Context: an optimization exercise on an open-source flow, tuned for small area. The choices shown serve that exercise and are no tape-out recipe.
For this run, only the layout was checked, not whether the RTL still works.
No activity file was given, so power comes from the tool's default toggle rates.

$ cat design/flow/config.mk
export PLATFORM = sky130hd
export DESIGN_NAME = tense_check
export DESIGN_NICKNAME = tense_check
export VERILOG_FILES = /design/flow/design.v
export SDC_FILE = /design/flow/constraint.sdc
export NUM_CORES = 4
export LEC_CHECK = 0
export ABC_AREA = 1
export CAP_MARGIN = 20
export CORE_MARGIN = 2
export CORE_UTILIZATION = 40
export SLEW_MARGIN = 20
$ cat design/flow/flow/run.sh
#!/bin/bash
# The standard layout (standard.sh), with two changes:
#  - synthesis maps with flow/abc_map.script, an area-oriented ABC script
#    (everything else in synth_recipe.tcl, the standard synthesis, is kept);
#  - buffer_ports puts the smallest buffer on each input and output port
#    instead of the delay-cell buffer it picks by default.
set -euo pipefail
W=$PWD
cat > $W/own_synth.tcl <<EOT
proc abc {args} {
  set i [lsearch -exact \$args -script]
  if {\$i >= 0} { set args [lreplace \$args \$i [expr {\$i + 1}] -script $W/flow/abc_map.script] }
  yosys abc {*}\$args
}
source $W/synth_recipe.tcl
EOT
bash standard.sh SYNTH_SCRIPT=$W/own_synth.tcl \
  BUFFER_PORTS_ARGS="-buffer_cell sky130_fd_sc_hd__buf_1" finish > standard_make.log 2>&1
$ cat design/flow/constraint.sdc
create_clock -name core_clock -period 15.0 [get_ports {clk}]
set_input_delay 3.0000 -clock core_clock [delete_from_list [all_inputs] [get_ports {clk}]]
set_output_delay 3.0000 -clock core_clock [all_outputs]
set_load 0.01 [all_outputs]
$ cat design/flow/standard.sh
#!/bin/bash
# synth_recipe.tcl (not shown) runs the flow's synth.tcl, then flattens the netlist and writes it again
# the make line also repeats each setting of config.mk as NAME=value (left out here)
make -C /OpenROAD-flow-scripts/flow DESIGN_CONFIG=/design/flow/config.mk WORK_HOME=/design/flow/orfs CLKGATE_MAP_FILE= SYNTH_SCRIPT=/design/flow/synth_recipe.tcl "${@:-finish}"
$ cat design/flow/design.v
module tense_edges_ok (
    input  wire        s16,
    input  wire [63:0] item0,
    input  wire [63:0] item1,
    input  wire [63:0] item2,
    input  wire [63:0] item3,
    input  wire [63:0] item4,
    input  wire [63:0] item5,
    output wire        base_bad,
    output wire [3:0]  u_bad
);
    wire [31:0] period    = item0[31:0];
    wire        rz        = item0[33:32] != 2'b00;
    wire [31:0] data      = item1[63:32];
    wire [31:0] drv_on    = item1[31:0];
    wire [31:0] drv_off   = item2[63:32];
    wire [31:0] ret       = item2[31:0];
    wire [31:0] stb_close = item3[63:32];
    wire [31:0] stb_open  = item3[31:0];
    wire [31:0] udef [0:3];
    assign udef[0] = item4[31:0];
    assign udef[1] = item4[63:32];
    assign udef[2] = item5[31:0];
    assign udef[3] = item5[63:32];
    function automatic cy32(input [31:0] a, input [31:0] b, input ci);
        integer i;
        reg c;
        begin
            c = ci;
            for (i = 0; i < 32; i = i + 1)
                c = (a[i] & b[i]) | (c & (a[i] | b[i]));
            cy32 = c;
        end
    endfunction
    function automatic ge32f(input [31:0] a, input [31:0] b);
        integer i, j;
        reg c, g, e;
        begin
            c = 1'b1;
            for (j = 0; j < 8; j = j + 1) begin
                g = 1'b0;
                e = 1'b1;
                for (i = 4 * j; i < 4 * j + 4; i = i + 1) begin
                    g = (a[i] & ~b[i]) | (~(a[i] ^ b[i]) & g);
                    e = e & ~(a[i] ^ b[i]);
                end
                c = g | (e & c);
            end
            ge32f = c;
        end
    endfunction
    function automatic cy24(input [23:0] a, input [23:0] b);
        integer i;
        reg c;
        begin
            c = 1'b0;
            for (i = 0; i < 24; i = i + 1)
                c = (a[i] & b[i]) | (c & (a[i] | b[i]));
            cy24 = c;
        end
    endfunction
    function automatic [24:0] sub24(input [23:0] a, input [23:0] b);
        integer i;
        reg c;
        reg [23:0] r;
        begin
            c = 1'b1;
            for (i = 0; i < 24; i = i + 1) begin
                r[i] = a[i] ^ ~b[i] ^ c;
                c = (a[i] & ~b[i]) | (c & (a[i] | ~b[i]));
            end
            sub24 = {c, r};
        end
    endfunction
    function automatic [10:0] sub11(input [10:0] a, input [10:0] b);
        integer i;
        reg c;
        reg [10:0] r;
        begin
            c = 1'b1;
            for (i = 0; i < 11; i = i + 1) begin
                r[i] = a[i] ^ ~b[i] ^ c;
                c = (a[i] & ~b[i]) | (c & (a[i] | ~b[i]));
            end
            sub11 = r;
        end
    endfunction
    function automatic [3:0] dflags(input [10:0] d);
        reg z, p1, m1;
        begin
            z  = d == 11'd0;
            p1 = d == 11'd1;
            m1 = d == 11'h7FF;
            dflags = {d[10] | z | p1, d[10] | z, d[10], d[10] & ~m1};
        end
    endfunction
    function automatic up_ok(input [3:0] f, input c, input ck, input s23);
        begin
            case ({s23, c, ck})
                3'b100:         up_ok = f[3];
                3'b101, 3'b110,
                3'b000:         up_ok = f[2];
                3'b111, 3'b001,
                3'b010:         up_ok = f[1];
                default:        up_ok = f[0];
            endcase
        end
    endfunction
    wire r1 = (|period[31:12]) || (period[11] && !s16);
    wire [31:0] cs_t = stb_open ^ period ^ ~stb_close;
    wire [32:0] cs_u = {(stb_open & period) | (stb_open & ~stb_close) | (period & ~stb_close), 1'b0};
    wire win_ok = cs_u[32] | cy32(cs_t, cs_u[31:0], 1'b0);
    wire inv = cy32(data, ~drv_on, 1'b1) && (!rz || cy32(ret, ~data, 1'b0)) &&
               cy32(stb_close, ~stb_open, 1'b1) && win_ok;
    wire [31:0] x  = rz ? ret : data;
    wire [24:0] lx = sub24(x[23:0], period[23:0]);
    wire [24:0] lf = sub24(drv_off[23:0], period[23:0]);
    wire [24:0] ls = sub24(stb_open[23:0], {period[21:0], 2'b00});
    wire [3:0]  fx = dflags(sub11({3'b000, x[31:24]},        {3'b000, period[31:24]}));
    wire [3:0]  ff = dflags(sub11({3'b000, drv_off[31:24]},  {3'b000, period[31:24]}));
    wire [3:0]  fs = dflags(sub11({3'b000, stb_open[31:24]}, {1'b0, period[31:22]}));
    wire        x_ge = ge32f(x, drv_off);
    wire [24:0] ly = x_ge ? lx : lf;
    wire [3:0]  fy = x_ge ? fx : ff;
    wire [31:0] m1 = cy32(drv_on, ~drv_off, 1'b1) ? drv_off : drv_on;
    wire [23:0] m  = cy32(m1, ~stb_open, 1'b1) ? stb_open[23:0] : m1[23:0];
    wire m_big = (|drv_on[31:24]) & (|drv_off[31:24]) & (|stb_open[31:24]);
    wire up0 = (ly[24] ? fy[1] : fy[2]) && (ls[24] ? fs[1] : fs[2]);
    assign base_bad = !(r1 && inv && up0);
    genvar k;
    generate
        for (k = 0; k < 4; k = k + 1) begin : g_u
            wire [23:0] su  = udef[k][23:0];
            wire        s23 = udef[k][23];
            wire def_ok = udef[k][31:28] <= 4'hB && udef[k][27:24] == 4'h0;
            wire hi = up_ok(fy, ly[24], cy24(ly[23:0], su), s23) &&
                      up_ok(fs, ls[24], cy24(ls[23:0], su), s23);
            wire lo = ~s23 | m_big | cy24(m, su);
            assign u_bad[k] = !(def_ok && inv && lo && hi);
        end
    endgenerate
endmodule
module tense_check (
    input  wire        clk,
    input  wire        rst,         
    input  wire        in_valid,
    input  wire        s16,         
    input  wire [63:0] item0,
    input  wire [63:0] item1,
    input  wire [63:0] item2,
    input  wire [63:0] item3,
    input  wire [63:0] item4,
    input  wire [63:0] item5,
    output reg         out_valid,
    output wire        tense_valid,
    output reg         base_bad,
    output reg  [3:0]  u_bad
);
    wire base_bad_c;
    wire [3:0] u_bad_c;
    tense_edges_ok u_chk (
        .s16(s16), .item0(item0), .item1(item1), .item2(item2),
        .item3(item3), .item4(item4), .item5(item5),
        .base_bad(base_bad_c), .u_bad(u_bad_c)
    );
    reg       v_q;
    reg       bb_q;
    reg [3:0] ub_q;
    always @(posedge clk) begin
        if (rst) begin
            v_q       <= 1'b0;
            out_valid <= 1'b0;
        end else begin
            v_q       <= in_valid;
            out_valid <= v_q;
        end
        bb_q     <= base_bad_c;
        ub_q     <= u_bad_c;
        base_bad <= bb_q;
        u_bad    <= ub_q;
    end
    assign tense_valid = !base_bad && (u_bad == 4'b0000);
endmodule
$ cat design/flow/flow/abc_map.script
&get -n
&st
&syn2
&dch
&nf -p
&put
topo
==> run notes <==
xor/xnor share of the synthesized area 0.2478%; number of register bits inferred by synthesis 12; Leak Pwr 4.457 nW; clock insertion delay at the later pin of the skew report roughly 240 ps; met2 routed WL just over 20 mm; CTS clock-pin slew for the worst setup and hold paths around 40 ps; detailed-placement wirelength estimate ~38 mm; initial core utilization 40.68%; worst-case register-to-register setup slack 14500 ps; number of nets produced by synthesis 1904; async set-reset flop share out of synthesis 0%; hold slack 321.7 ps; main combinational cell family by area after synthesis adder cells; via density per instance 5.877; Distinct cells, synth 54; total die area approximately 0.028 mm2; CTS Root Cell sky130_fd_sc_hd__clkbuf_16; commonest non-fill, non-tap cell in the layout sky130_fd_sc_hd__buf_1; maximum count of clock buffers along a single path 2; via count of the first global-routing pass ~12k; post-synthesis share of cell area spent on full adders, half adders and majority gates 42.02%; total of endpoints with negative setup slack in the final report 0; minimum setup slack after placement -474.6 ps; maximum clock skew at final layout 0.3307 ps; portion of the clock cycle consumed by the worst path in the final layout 97.36%; total number of clock tree sinks 12; Cell Rows just under 60; H-tree Lvls 1; share of the yosys chip area belonging to registers 2.266%; Area Growth Syn to Fin 25.58%; CP endpoint kind flop; post-synthesis cell count ~1.4k; area share of the leading cell type in the synthesized netlist 22.47%; maximum number of pins on one net before global-route repair 34; area fraction in compound gates after synthesis 33.61%; Yosys warning total 2; result of the run complete, no violations; remaining number of nets flagged by the antenna check after routing 0; share of cells above drive strength 1 8.602%; number of synthesized flops with an enable pin 0; element type at the critical path start input pin; cell type group with the largest total delay on the critical path adder cells; share of cell area taken by muxes after synthesis 4.166%; Synth area leaders sky130_fd_sc_hd__fa_1 22%, sky130_fd_sc_hd__maj3_1 15%, sky130_fd_sc_hd__a21oi_1 7.2%; number of top-level design ports 395; post-route DRC violation count 0; met3 wire length 3.000 mm; remaining global-route overflow 0; Power per Cell Area 65.16 mW/mm2; DP Area 0.01299 mm2; Relative slew margins 49.68%; end of the worst register-to-register path out_valid$_SDFF_PP0_; Die Span Y 166.8 um; width of the chip 166.8 um; average wire per cell in the routed design 20.25 um; dominant synthesized flop cell sky130_fd_sc_hd__dfxtp_1; Worst Slack Setup Final 395.7 ps; type of the most critical hold path reg -> reg; hold path startpoint ub_q[3]$_DFF_P_; Vias 12.61k; number of input and output port buffers inserted 356; Crit path top cell by count sky130_fd_sc_hd__maj3_1; first-pass GRT wire length 66.42 mm; Peak VDD IR 0.08299 mV; TritonCTS clock tree built; largest area contributor in the netlist sky130_fd_sc_hd__fa_1; hold violation count in the final report 0; Worst-Margin Slew 746.9 ps; Post-Route Utilization roughly half; initial DRC count 995; routability congestion estimate 0.9627; hold buffer count at CTS 0; commonest non-fill, non-tap cells in the layout 354 x sky130_fd_sc_hd__buf_1, 156 x sky130_fd_sc_hd__clkinv_1, 141 x sky130_fd_sc_hd__a21oi_1; worst setup path class in -> reg; # Max-Cap Violations 0; area share of and/or/nand/nor cells after synthesis 12.13%; FF-to-FF Start v_q$_SDFF_PP0_; initial antenna violation count 12; Syn Area/Cell 7.812 um2; buffers plus inverters on the worst setup path 5; Pre-Repair DR Iteration Count 5; end point of the worst hold path u_bad[3]$_DFF_P_; maximum clock frequency a little under 0.07 GHz; placeable core region 0.02606 mm2; Total GRT Usage between 20 and 30%; netlist area before placement 0.01060 mm2; cell depth of the worst flop-to-flop path 1; worst-path maximum fanout 3; data arrival time of the critical path about 15000 ps; wl on met1 19.14 mm; Crit path largest cell delay 390 ps; slowest cell on the critical path sky130_fd_sc_hd__maj3_1; minimum clock period after layout 14600 ps; top routing layer in use met5; worst endpoint required time 15140 ps; total wire length approximately 43 mm; nets around 2.4k; clock buffer count from CTS 3; number of cells on the worst hold path 0; design area ~0.013 mm2; max-slew violations 0
metal layers:
layer	global-route usage, %	up-vias
li1	-	6131
met1	41.11	5880
met2	48.99	534
met3	4.325	62
met4	8.021	6
met5	0	-
timing repair:
item | in CTS | in global routing
pin swaps | 9 | 24
setup buffers | 2 | 4
resized for setup | 16 | 70
endpoints found under the setup margin | 4 | 5
worst max-delay path by stage:
stage | start | to | depth (start not counted)
after floorplan | item0[33] | ub_q[2]$_DFF_P_ | 53
after global placement | item2[0] | ub_q[0]$_DFF_P_ | 40
after detailed placement | item0[32] | ub_q[2]$_DFF_P_ | 55
after CTS | item0[32] | ub_q[2]$_DFF_P_ | 55
after global routing | item1[1] | ub_q[0]$_DFF_P_ | 62
final | item3[32] | bb_q$_DFF_P_ | 40
cell type report:
cell class	count	area [um2]
tap	335	419.2
sequential	12	240.2
clock buffer	4	88.84
multi-input combinational	1188	9942
fill	2761	12750
antenna	9	22.52
timing repair buffer	441	2011
inverter	157	589.3
where the power goes:
group          internal [mW]  total (mW)  switching, mW
Combinational          0.338       0.782          0.444
Sequential            0.0328      0.0329       0.000182
Clock                 0.0401      0.0526         0.0125
Total                  0.410       0.868          0.457
stage by stage:
| step | std cells | power (mW) | setup TNS [ps] |
|---|---|---|---|
| after floorplan | 1357 | 0.5141 | 0 |
| after global placement | 2127 | 0.7735 | -1548 |
| after detailed placement | 2127 | 0.7808 | -1571 |
| after CTS | 2133 | 0.8436 | 0 |
| after global routing | 2142 | 0.9485 | -16.09 |
| final | 2146 | 0.8675 | 0 |
cell families (layout without fill, tap and decap cells):
group,count (synthesis),after routing
other cells,0,9
fa+ha+maj,316,316
buf+inv,157,602
flops,12,12
xor+xnor,3,3
simple gates,279,279
mux,41,41
compound gates,549,549
Yosys cell counts, drive strengths merged, types with 20 or more instances:
library cell    n
fa            119
a22o           22
a22oi          58
nand2          72
o221ai         23
a221oi         20
o22ai          95
mux2           25
nor2          110
o21ai          80
clkinv        157
maj3          157
ha             40
a21oi         153
registers in the layout, indices dropped and copies added (netlist names):
name,flops
base_bad,1
bb_q,1
out_valid,1
u_bad,4
ub_q,4
v_q,1

re-timing with driven ports:
Ports are ideal in the flow. The routed layout listed here was re-timed in OpenROAD. Step 1 sets driving cells, clkbuf_16 on the clock port and buf_2 on the other inputs (assumed; they add their load-dependent delay and slew). Step 2 moves the port delays by t, midway between the first and last clock arrival at a register: inputs arrive t later, outputs are due t later. That takes back most of the time a late clock gives input paths. Slacks: ideal ports / drivers / drivers and shift; pairs: ideal ports / drivers.
t, ns: 0.263
setup WS [ns]: 0.396 / 0.402 / 0.139
worst slew at a driven data input, ns: 0.10
pins driven straight from the clock port: 1
After both steps setup and hold are still met in this run. The setup slack of this run moves by +0.006 ns with the drivers and by -0.257 ns with both steps.
